Context: an optimization exercise on an open-source flow, tuned for small area, a short achievable clock period and few clock cycles per item. The choices shown serve that exercise and are no tape-out recipe. Function was checked by simulation only, so behaviour that the tests miss may differ from the original.

P:
## codec_residue_coder
module codec_residue_coder (
    input  wire        clk,
    input  wire        rst,           
    input  wire        in_valid,
    output wire        in_ready,
    input  wire        in_first,      
    input  wire [1:0]  in_kind,       
    input  wire [2:0]  in_near,       
    input  wire        in_pred_ext,   
    input  wire [15:0] in_p,
    input  wire [15:0] in_x,
    input  wire [15:0] in_a,
    input  wire [15:0] in_b,
    input  wire [15:0] in_c,
    input  wire [15:0] in_d,
    output reg         out_valid,
    input  wire        out_ready,
    output wire [15:0] out_xr,        
    output wire [31:0] out_code,      
    output wire [5:0]  out_len        
);
    localparam NCTX = 50;
    function [16:0] f_range(input [1:0] kind, input [2:0] near);
        f_range =
            (kind == 2'd2 && near == 3'd0) ? 17'd65536 :
            (kind == 2'd2 && near == 3'd1) ? 17'd21846 :
            (kind == 2'd2 && near == 3'd2) ? 17'd13108 :
            (kind == 2'd2 && near == 3'd3) ? 17'd9364 :
            (kind == 2'd2 && near == 3'd4) ? 17'd7283 :
            (kind == 2'd2 && near == 3'd5) ? 17'd5959 :
            (kind == 2'd2 && near == 3'd6) ? 17'd5043 :
            (kind == 2'd2 && near == 3'd7) ? 17'd4370 :
  ...
Size: ~6,900 cells after synthesis, roughly 1,700 flip-flops, roughly 160 I/O pins, ~81,000 µm² of cells after synthesis.
export LEC_CHECK = 0
export ABC_AREA = 1
export CAP_MARGIN = 10
export CORE_MARGIN = 2
export CORE_UTILIZATION = 65
export CTS_BUF_LIST = sky130_fd_sc_hd__clkbuf_16
export CTS_CLUSTER_DIAMETER = 70
export CTS_CLUSTER_SIZE = 30
export PLACE_DENSITY = 0.7
export SLEW_MARGIN = 10
export BUFFER_PORTS_ARGS = -buffer_cell sky130_fd_sc_hd__buf_2
create_clock -name core_clock -period 62.0 [get_ports {clk}]
standard.sh (not shown) runs the stock make flow with config.mk's settings and CLKGATE_MAP_FILE= SYNTH_SCRIPT=/design/flow/synth_recipe.tcl, a recipe that flattens the netlist after the stock synthesis.
==> flow/flow/run.sh <==
#!/bin/bash
# The standard layout, with the port buffers placed as buf_2 cells instead of the
# resizer's default pick (a slow clkdlybuf4s50_1 delay cell). Everything else, synthesis
# included, is standard.sh unchanged.
set -euo pipefail
cd "$(dirname "$0")/.."
echo 'export BUFFER_PORTS_ARGS = -buffer_cell sky130_fd_sc_hd__buf_2' >> config.mk
bash standard.sh > standard.log 2>&1
P went all the way through the flow, and no timing, DRC or antenna check failed.
Testbench counts of P, summed over its fixed seeds: cycles 99,268, items 99,228.
> inputs changed (P -> Q)
--- a/flow/config.mk
+++ b/flow/config.mk
@@ -13,2 +13,2 @@
-export CTS_CLUSTER_DIAMETER = 70
-export CTS_CLUSTER_SIZE = 30
+export CTS_CLUSTER_DIAMETER = 60
+export CTS_CLUSTER_SIZE = 24
## What came out
- P: no failed stages, no open violations at the end
- Q: done, clean on timing, DRC and antenna
- The core of Q is more densely filled than that of P.
- Any difference in global routing usage on met2 between Q and P is small enough to ignore.
- Worst setup slack on Q is ahead of P.
- From P to Q the numbers moved as follows: wire length after detailed routing barely changed, multi-input combinational cell count closely matched the old numbers.
- Compare Q and P | antenna cell count higher: P
- Q vs P: clock-buffer cell count up
Modified inputs, R compared to Q
--- a/flow/config.mk
+++ b/flow/config.mk
@@ -13,2 +13,2 @@
-export CTS_CLUSTER_DIAMETER = 60
-export CTS_CLUSTER_SIZE = 24
+export CTS_CLUSTER_DIAMETER = 65
+export CTS_CLUSTER_SIZE = 27
[summary]
R against Q: relative area of non-clock buffer cells in the final design ~0 delta; number of buffers inserted during clock tree synthesis -2; slew of the pin with the lowest slew margin +24 ps.
Design area across Q and R: no real change.
R: worst hold-check slack 34 ps below Q
[compare] base=Q new=R: sum of met3 wire segment lengths after detailed routing lost 1100 µm, count of plain and timing-repair buffers in the layout neither gained nor lost much, logic depth of the worst register-to-register path picked up an extra 16.
Worst setup slack after layout for R is lower than for Q.
Compared to Q, R has first-pass GRT wire length 0.31% higher.
Changes in S relative to R:
--- a/flow/config.mk
+++ b/flow/config.mk
@@ -11 +11 @@
-export CORE_UTILIZATION = 65
+export CORE_UTILIZATION = 60
@@ -13,3 +13,2 @@
-export CTS_CLUSTER_DIAMETER = 65
-export CTS_CLUSTER_SIZE = 27
-export PLACE_DENSITY = 0.7
+export CTS_CLUSTER_DIAMETER = 60
+export CTS_CLUSTER_SIZE = 24
Results
- S went all the way through synthesis, placement and routing and the layout is clean on timing, DRC and antenna.
- Going from R to S, number of ordinary and repair buffers in the finished layout went down 0.31%, clock period minus worst slack shrank by 70 ps, final HPWL from detailed placement up 2.4%, total length of routed wires now sits higher.
- Going from R to S, area of the multi-input gates held, number of DRC markers in iteration 0 fell 5.8%, design area saw an increase.
- Compared with R, in S worst hold slack went up; worst setup slack went up.

what the ideal ports hide:
How much do the figures lean on ideal ports? The routed layouts below were timed once more, with nothing changed but the port constraints.
Step 1: set_driving_cell puts a clkbuf_16 on clk and a buf_2 on each other input, an assumption about the parent block.
Step 2 times the ports against the registers' clock, not the clock port: input delays grow and output delays shrink by t, the midpoint of the rising clock arrivals with the driver on.
Slacks: no drivers / after step 1 / after step 2; pairs: no drivers / after step 1.
run	t, ns	setup WS [ns]	hold WS [ns]	latest minus earliest clock arrival (ns)
P	0.825	48.294 / 48.215 / 47.942	0.409 / 0.409 / 0.409	0.090 / 0.091
Q	0.841	48.305 / 48.229 / 47.923	0.422 / 0.422 / 0.422	0.074 / 0.074
R	0.846	48.232 / 48.155 / 47.935	0.387 / 0.387 / 0.387	0.096 / 0.097
S	0.847	48.303 / 48.221 / 47.975	0.409 / 0.409 / 0.409	0.057 / 0.056
After both steps setup and hold are still met in every run listed. For Q, which loses most, drivers alone change the setup slack by -0.076 ns; drivers and shift together by -0.382 ns.
